From an optimization exercise on the open Yosys and OpenROAD flow, aimed at small area, a short achievable clock period and few clock cycles; shortcuts taken in it are not production practice. Only simulation tests tie the RTL to the original design; equivalence was not proved.

### flow/config.mk
export PLATFORM = sky130hd
export DESIGN_NAME = fp8dot
export DESIGN_NICKNAME = fp8dot
export VERILOG_FILES = /design/flow/design.v
export SDC_FILE = /design/flow/constraint.sdc
export NUM_CORES = 4
export LEC_CHECK = 0
export CAP_MARGIN = 35
export CORE_MARGIN = 2
export CORE_UTILIZATION = 40
export SLEW_MARGIN = 35
### flow/constraint.sdc
create_clock -name core_clock -period 22.0 [get_ports {clk}]
set_input_delay 4.4000 -clock core_clock [delete_from_list [all_inputs] [get_ports {clk}]]
set_output_delay 4.4000 -clock core_clock [all_outputs]
set_load 0.01 [all_outputs]
### flow/design.v
module fp8dot (
    input  wire        clk,
    input  wire        rst,           
    input  wire        in_valid,
    output wire        in_ready,
    input  wire        in_first,      
    input  wire        in_last,       
    input  wire [3:0]  in_mask,       
    input  wire        in_fmt_a,      
    input  wire        in_fmt_b,
    input  wire [31:0] in_a,          
    input  wire [31:0] in_b,
    input  wire [2:0]  in_out_fmt,    
    input  wire [10:0] in_scale,      
    output reg         out_valid,
    output reg  [31:0] out_data,      
    output reg         out_sat,       
    output reg  [95:0] out_value,     
    output reg  [2:0]  out_flags      
);
    assign in_ready = 1'b1;
    wire beat = in_valid & in_ready;
    reg  [95:0] acc;
    reg         acc_nan, acc_pinf, acc_ninf;
    wire [95:0] term   [0:3];
    wire [3:0]  p_nan, p_pinf, p_ninf;
    genvar i;
    generate
        for (i = 0; i < 4; i = i + 1) begin : g_lane
            wire       sa, sb, za, zb, ia, ib, na, nb;
            wire [3:0] siga, sigb;
            wire [5:0] ea, eb;        
            wire [7:0] prod;
            wire [5:0] sh;            
            wire [63:0] mag;
            fp8dot_decode u_da (.fmt(in_fmt_a), .x(in_a[8*i +: 8]), .sign(sa), .sig(siga),
                                .exp(ea), .zero(za), .inf(ia), .nan(na));
            fp8dot_decode u_db (.fmt(in_fmt_b), .x(in_b[8*i +: 8]), .sign(sb), .sig(sigb),
                                .exp(eb), .zero(zb), .inf(ib), .nan(nb));
            assign prod = siga * sigb;
            assign sh   = ea + eb;
            assign mag  = {56'd0, prod} << sh;
            wire lane_nan = na | nb | (ia & zb) | (za & ib);
            wire lane_inf = ~lane_nan & (ia | ib);
            wire lane_on  = in_mask[i];
            assign p_nan[i]  = lane_on & lane_nan;
            assign p_pinf[i] = lane_on & lane_inf & ~(sa ^ sb);
            assign p_ninf[i] = lane_on & lane_inf &  (sa ^ sb);
            wire use_val = lane_on & ~lane_nan & ~lane_inf;
            assign term[i] = ~use_val ? 96'd0 :
                             (sa ^ sb) ? -{32'd0, mag} : {32'd0, mag};
        end
    endgenerate
    wire [95:0] acc_base  = in_first ? 96'd0 : acc;
    wire        nan_base  = in_first ? 1'b0  : acc_nan;
    wire        pinf_base = in_first ? 1'b0  : acc_pinf;
    wire        ninf_base = in_first ? 1'b0  : acc_ninf;
    wire [95:0] acc_next  = acc_base + term[0] + term[1] + term[2] + term[3];
    wire        nan_next  = nan_base  | (|p_nan);
    wire        pinf_next = pinf_base | (|p_pinf);
    wire        ninf_next = ninf_base | (|p_ninf);
    always @(posedge clk) begin
        if (rst) begin
            acc      <= 96'd0;
            acc_nan  <= 1'b0;
            acc_pinf <= 1'b0;
            acc_ninf <= 1'b0;
        end else if (beat) begin
            acc      <= acc_next;
            acc_nan  <= nan_next;
            acc_pinf <= pinf_next;
            acc_ninf <= ninf_next;
        end
    end
    reg         r_valid;
    reg  [95:0] r_value;
    reg         r_nan, r_pinf, r_ninf;
    reg  [2:0]  r_fmt;
    reg  [10:0] r_scale;
    always @(posedge clk) begin
        if (rst) begin
            r_valid <= 1'b0;
            r_value <= 96'd0;
            r_nan   <= 1'b0;
            r_pinf  <= 1'b0;
            r_ninf  <= 1'b0;
            r_fmt   <= 3'd0;
            r_scale <= 11'd0;
        end else begin
            r_valid <= beat & in_last;
            if (beat & in_last) begin
                r_value <= acc_next;
                r_nan   <= nan_next;
                r_pinf  <= pinf_next;
                r_ninf  <= ninf_next;
                r_fmt   <= in_out_fmt;
                r_scale <= in_scale;
            end
        end
    end
    wire [31:0] rnd_data;
    wire        rnd_sat;
    wire        any_flag = r_nan | r_pinf | r_ninf;
    fp8dot_round u_round (
        .value (r_value),
        .nan   (r_nan | (r_pinf & r_ninf)),
        .inf   (r_pinf | r_ninf),
        .neg_inf(r_ninf),
        .fmt   (r_fmt),
        .scale (r_scale),
        .data  (rnd_data),
        .sat   (rnd_sat)
    );
    always @(posedge clk) begin
        if (rst) begin
            out_valid <= 1'b0;
            out_data  <= 32'd0;
            out_sat   <= 1'b0;
            out_value <= 96'd0;
            out_flags <= 3'd0;
        end else begin
            out_valid <= r_valid;
            if (r_valid) begin
                out_data  <= rnd_data;
                out_sat   <= rnd_sat;
                out_value <= any_flag ? 96'd0 : r_value;
                out_flags <= {r_ninf, r_pinf, r_nan};
            end
        end
    end
endmodule
module fp8dot_decode (
    input  wire       fmt,    
    input  wire [7:0] x,
    output wire       sign,
    output wire [3:0] sig,
    output wire [5:0] exp,    
    output wire       zero,
    output wire       inf,
    output wire       nan
);
    wire [3:0] e4 = x[6:3];
    wire [2:0] m4 = x[2:0];
    wire [4:0] e5 = x[6:2];
    wire [1:0] m5 = x[1:0];
    assign sign = x[7];
    assign sig  = fmt ? {1'b0, e5 != 5'd0, m5} : {e4 != 4'd0, m4};
    assign exp  = fmt ? ((e5 == 5'd0) ? 6'd0 : {1'b0, e5} - 6'd1)
                      : ((e4 == 4'd0) ? 6'd7 : {2'b0, e4} + 6'd6);
    assign zero = fmt ? (x[6:0] == 7'd0) : (x[6:0] == 7'd0);
    assign inf  = fmt & (e5 == 5'd31) & (m5 == 2'd0);
    assign nan  = fmt ? ((e5 == 5'd31) & (m5 != 2'd0)) : ((e4 == 4'd15) & (m4 == 3'd7));
endmodule
module fp8dot_round (
    input  wire [95:0] value,     
    input  wire        nan,
    input  wire        inf,
    input  wire        neg_inf,
    input  wire [2:0]  fmt,
    input  wire [10:0] scale,
    output reg  [31:0] data,
    output reg         sat
);
    reg [4:0]  mbits;
    reg [7:0]  bias;
    reg [30:0] maxfin;
    reg [30:0] inf_enc;
    reg [30:0] nan_enc;
    reg [2:0]  sbit_sel;    
    always @(*) begin
        case (fmt)
            3'd1: begin mbits = 5'd7;  bias = 8'd127; maxfin = 31'h7F7F;     inf_enc = 31'h7F80;     nan_enc = 31'h7FC0;     sbit_sel = 3'd1; end
            3'd2: begin mbits = 5'd10; bias = 8'd15;  maxfin = 31'h7BFF;     inf_enc = 31'h7C00;     nan_enc = 31'h7E00;     sbit_sel = 3'd1; end
            3'd3: begin mbits = 5'd3;  bias = 8'd7;   maxfin = 31'h7E;       inf_enc = 31'h7E;       nan_enc = 31'h7F;       sbit_sel = 3'd2; end
            3'd4: begin mbits = 5'd2;  bias = 8'd15;  maxfin = 31'h7B;       inf_enc = 31'h7C;       nan_enc = 31'h7E;       sbit_sel = 3'd2; end
            default: begin mbits = 5'd23; bias = 8'd127; maxfin = 31'h7F7FFFFF; inf_enc = 31'h7F800000; nan_enc = 31'h7FC00000; sbit_sel = 3'd0; end
        endcase
    end
    wire        is_fp8    = (fmt == 3'd3) | (fmt == 3'd4);
    wire        inf_sat   = (fmt == 3'd3);    
    wire        neg = value[95];
    wire [95:0] mag = neg ? -value : value;
    reg [6:0] msb;
    integer k;
    always @(*) begin
        msb = 7'd0;
        for (k = 0; k < 96; k = k + 1)
            if (mag[k]) msb = k[6:0];
    end
    wire signed [13:0] e_val  = $signed({7'd0, msb}) - 14'sd32 + $signed({{3{scale[10]}}, scale});
    wire signed [13:0] e_min  = 14'sd1 - $signed({6'd0, bias});
    wire               normal = (e_val >= e_min);
    wire signed [13:0] e_eff  = normal ? e_val : e_min;
    wire signed [13:0] q = e_eff - $signed({9'd0, mbits}) + 14'sd32 - $signed({{3{scale[10]}}, scale});
    reg  [24:0] mant;
    reg         guard, sticky;
    reg  [191:0] ext;
    reg  [7:0]   qs;
    always @(*) begin
        if (q < 0) begin
            mant   = mag[24:0] << (-q);
            guard  = 1'b0;
            sticky = 1'b0;
            ext    = 192'd0;
            qs     = 8'd0;
        end else begin
            qs     = (q > 14'sd191) ? 8'd191 : q[7:0];
            ext    = {mag, 96'd0} >> qs;
            mant   = ext[120:96];
            guard  = ext[95];
            sticky = |ext[94:0];
        end
    end
    wire        round_up = guard & (sticky | mant[0]);
    wire [25:0] mant_r   = {1'b0, mant} + {25'd0, round_up};
    wire signed [13:0] ebf = e_eff + $signed({6'd0, bias}) - 14'sd1;
    wire [44:0] enc = ({31'd0, ebf} << mbits) + {19'd0, mant_r};
    wire        ovf = (enc > {14'd0, maxfin});
    reg [30:0] body;
    always @(*) begin
        sat = 1'b0;
        if (nan) begin
            body = nan_enc;
        end else if (inf) begin
            body = inf_enc;
            sat  = inf_sat;
        end else if (value == 96'd0) begin
            body = 31'd0;
        end else if (ovf) begin
            body = is_fp8 ? maxfin : inf_enc;
            sat  = is_fp8;
        end else begin
            body = enc[30:0];
        end
    end
    wire s = nan ? 1'b0 : inf ? neg_inf : (value == 96'd0) ? 1'b0 : neg;
    always @(*) begin
        case (sbit_sel)
            3'd1:    data = {16'd0, s, body[14:0]};
            3'd2:    data = {24'd0, s, body[6:0]};
            default: data = {s, body};
        endcase
    end
endmodule
### flow/run.sh
#!/bin/bash
# synth_recipe.tcl (not shown) runs the flow's synth.tcl, then flattens the netlist and writes it again
# the make line also repeats each setting of config.mk as NAME=value (left out here)
make -C /OpenROAD-flow-scripts/flow DESIGN_CONFIG=/design/flow/config.mk WORK_HOME=/design/flow/orfs CLKGATE_MAP_FILE= SYNTH_SCRIPT=/design/flow/synth_recipe.tcl finish
==> results.json <==
{
  "start_util_pct": 40.4,
  "drc": 0,
  "synthXorXnorAreaFrac_pct": 6.88,
  "critPathTopFamily": "compound AO/OA/AOI/OAI gates",
  "crit_slowest_cell": "o21ai_0",
  "setup_tns_ns": 0,
  "muxShareOfSynthArea_pct": 6.09,
  "grt_pass1_vias": 66812,
  "core_um2": 152000,
  "dieWidth_um": 396,
  "cp.depth": 78,
  "route.vias.total": 70705,
  "synth-simple-area-share_pct": 24.5,
  "routed_wl_mm": 321,
  "path_class": "reg2reg",
  "fin_crit_sh_pct": 95.6,
  "cts_root_buf": "clkbuf_16",
  "ys_seq_area_share_pct": 11.3,
  "syn2layout_area_growth_pct": 12.3,
  "layout_common_cells": "nand2_1 (1128), nor2_1 (923), a21oi_1 (706)",
  "synth_top_family_by_area": "compound AO/OA/AOI/OAI gates",
  "track_usage_pct": 39.5,
  "setup_viol": 0,
  "syn_nets": 9459,
  "cp_max_fo": 40,
  "drv_slew": 0,
  "fin_area_um2": 69000,
  "critical_path.startpoint_type": "flop",
  "port_buffers": 221,
  "yosysUniqueCellTypes": 118,
  "max_stage_delay_ns": 0.58,
  "place.gp.congestion": 1.10,
  "hold_depth": 2,
  "period_needed_ns": 21.03,
  "end_kind": "flop",
  "r2r_slack_ns": 0.97,
  "antenna_found_initial": 21,
  "worstHoldStart": "out_data[31]",
  "ys_async_sr_fraction_pct": 0,
  "synth_compound_area_share_pct": 28.3,
  "placed_cells": 10779,
  "h-tree-depth": 2,
  "cts_sinks": 346,
  "hold_violations": 0,
  "arrival_ns": 21.56,
  "cp.required_ns": 22.53,
  "drt_first_iter_violations": 9407,
  "synth-edff-count": 0,
  "maxCapViolCount": 0,
  "drt_pass1_iterations": 9,
  "fin_util_pct": 45.3,
  "rows": 143,
  "grt-ovfl-total": 0,
  "ant_nets": 0,
  "crit_path_frequent_cell": "o21ai_0",
  "synthAdderAreaFrac_pct": 16.6,
  "yosys_warnings": 2,
  "mostFrequentLayoutCell": "nand2_1",
  "worstHoldEndpoint": "out_data[31]",
  "r2r_end": "out_data[30]",
  "nets": 9513,
  "worst_slew_pin_slew_ns": 1.03,
  "grt_max_degree": 100,
  "maxSlewHeadroom_pct": 31.1,
  "cts_hold_buffers": 0,
  "die-area_um2": 157000,
  "rsz0062_at_grt": "no",
  "grt_pass1_wl_mm": 466,
  "dp_hpwl_mm": 257,
  "fin_skew_ns": 0.0705,
  "netlist_area_um2": 61500,
  "cts_tree": "yes",
  "final-instance-count-excl-fill": 10866,
  "wire_per_inst_um": 29.6,
  "placed_cell_area_um2": 67400,
  "clk_latency_ns": 0.68,
  "die_height_um": 396,
  "synth_top_flop_cell": "dfxtp_1",
  "routed_via_density": 6.51,
  "synth_cells": 8743,
  "run_status": "timing/DRC/antenna clean",
  "min_path_type": "reg2reg",
  "worstRegToRegCells": 78,
  "fmax_ghz": 0.0476,
  "synth_seq_cells": 346,
  "ios": 223,
  "clockBufferDepth": 3,
  "drive_above_1_share_pct": 8.57,
  "cts_made_buffers": 44,
  "path_buf_inv": 6,
  "r2r-start": "r_value[0]",
  "clk_pin_slew_worst_paths_ns": 0.06,
  "syn_avg_cell_area_um2": 7.03
}
[tightest hold or removal path: cells and delay by family, from the launching register on]
| kind | cells | cell delay (ns) |
|---|---|---|
| compound gates | 1 | 0.06 |
| flops | 1 | 0.31 |
| simple gates | 1 | 0.06 |
[through the flow]
step	setup slack [ns]	hold slack [ns]
floorplan	4.88	0.454
global placement	1.73	0.457
detailed placement	1.59	0.462
CTS	1.42	0.473
global route	0.0855	0.491
finish	0.970	0.473
[metal layers]
| metal | vias up | wire length [um] | global-route usage, % |
|---|---|---|---|
| li1 | 31725 | - | - |
| met1 | 34052 | 130000 | 50.9 |
| met2 | 3981 | 141000 | 61.7 |
| met3 | 933 | 26600 | 6.31 |
| met4 | 14 | 24300 | 24.2 |
| met5 | - | 92 | 0 |
[worst max path at each step]
stage                     slack [ns]           end   startpoint
after global placement          1.73   out_data[2]  r_value[27]
after global routing            0.09  out_data[30]   r_value[0]
final                           0.97  out_data[30]   r_value[0]
after CTS                       1.42   out_data[2]   r_value[0]
after floorplan                 4.88  out_data[26]   r_value[7]
after detailed placement        1.59  out_data[30]   r_value[2]
[Yosys cell counts, drive strengths merged, types with 21 or more instances]
cell type     n  area, um^2
nand2      1129        4240
nor2        937        3520
a21oi       711        3570
o21ai       527        2640
clkbuf      493        1850
inv         423        1590
dfxtp       346        6930
ha          315        3940
fa          312        6250
xnor2       290        2550
mux2i       281        2810
nor3        269        1350
nand3       252        1270
xor2        189        1660
a211oi      124         931
a21o        121         908
a31oi       120         782
a22o        109         955
buf         104         460
o22ai       101         644
nand4        99         641
nor4         93         631
and2         91         569
o211ai       87         658
o31ai        74         576
nand2b       67         419
and3         66         413
or3          65         412
or2          57         357
nor2b        55         344
o21a         51         383
a22oi        48         360
mux2         48         552
o2111ai      48         427
a31o         46         403
a311oi       43         377
a32oi        43         377
o32ai        43         384
or4          37         285
o21bai       34         255
o41ai        33         319
a2111oi      26         230
a21boi       26         195
a211o        24         210
nor3b        21         158
[flip-flops by register name, indices dropped and copies added, names as in the netlist, 3 cells and up]
register	count
r_fmt	3
acc	96
out_flags	3
r_scale	11
r_value	96
out_data	32
out_value	96
[cell families (layout without fill, tap and decap cells)]
logic type               Yosys count  after routing
flip-flops                       346            346
AND/OR/NAND/NOR                 3288           3288
multiplexers                     346            346
adder cells (fa/ha/maj)          627            627
other                              1              7
XOR/XNOR                         480            480
buffers and inverters           1024           1111
AO/OA/AOI/OAI                   2631           2631
[cell type report]
cell class | instances | area [um^2]
fill | 15897 | 83200
multi-input combinational | 7373 | 51200
sequential | 346 | 6930
timing repair buffer | 605 | 5260
tap | 2030 | 2540
inverter | 427 | 1600
clock buffer | 52 | 1210
clock inverter | 27 | 270
antenna | 6 | 15.0
[repair_timing]
action	CTS	global route
buffers inserted	0	2
resized for setup	0	2
endpoints found under the setup margin	0	30
Testbench counts, summed over its fixed seeds: cycles 60,773.

==> re-timing with driven ports <==
In the flow no input, the clock included, has a driving cell. The finished layout below was timed again as built, in two steps.
Step 1 sets driving cells, clkbuf_16 on the clock port and buf_2 on the other inputs (assumed; they add their load-dependent delay and slew).
Step 2 adds t to the input delays and takes it off the output delays; t is the mean of the earliest and latest rising clock arrival at the registers after step 1. Input paths then give back, and output paths get back, about the clock's delay inside the block.
Three values: no drivers, after step 1, after step 2; two values: the first two.
t, ns: 0.728
setup slack, ns: 0.970 / 0.970 / 0.970
worst hold slack (ns): 0.473 / 0.473 / 0.473
After both steps setup and hold are still met in this run. For this run, drivers alone change the setup slack by 0.000 ns; drivers and shift together by 0.000 ns.
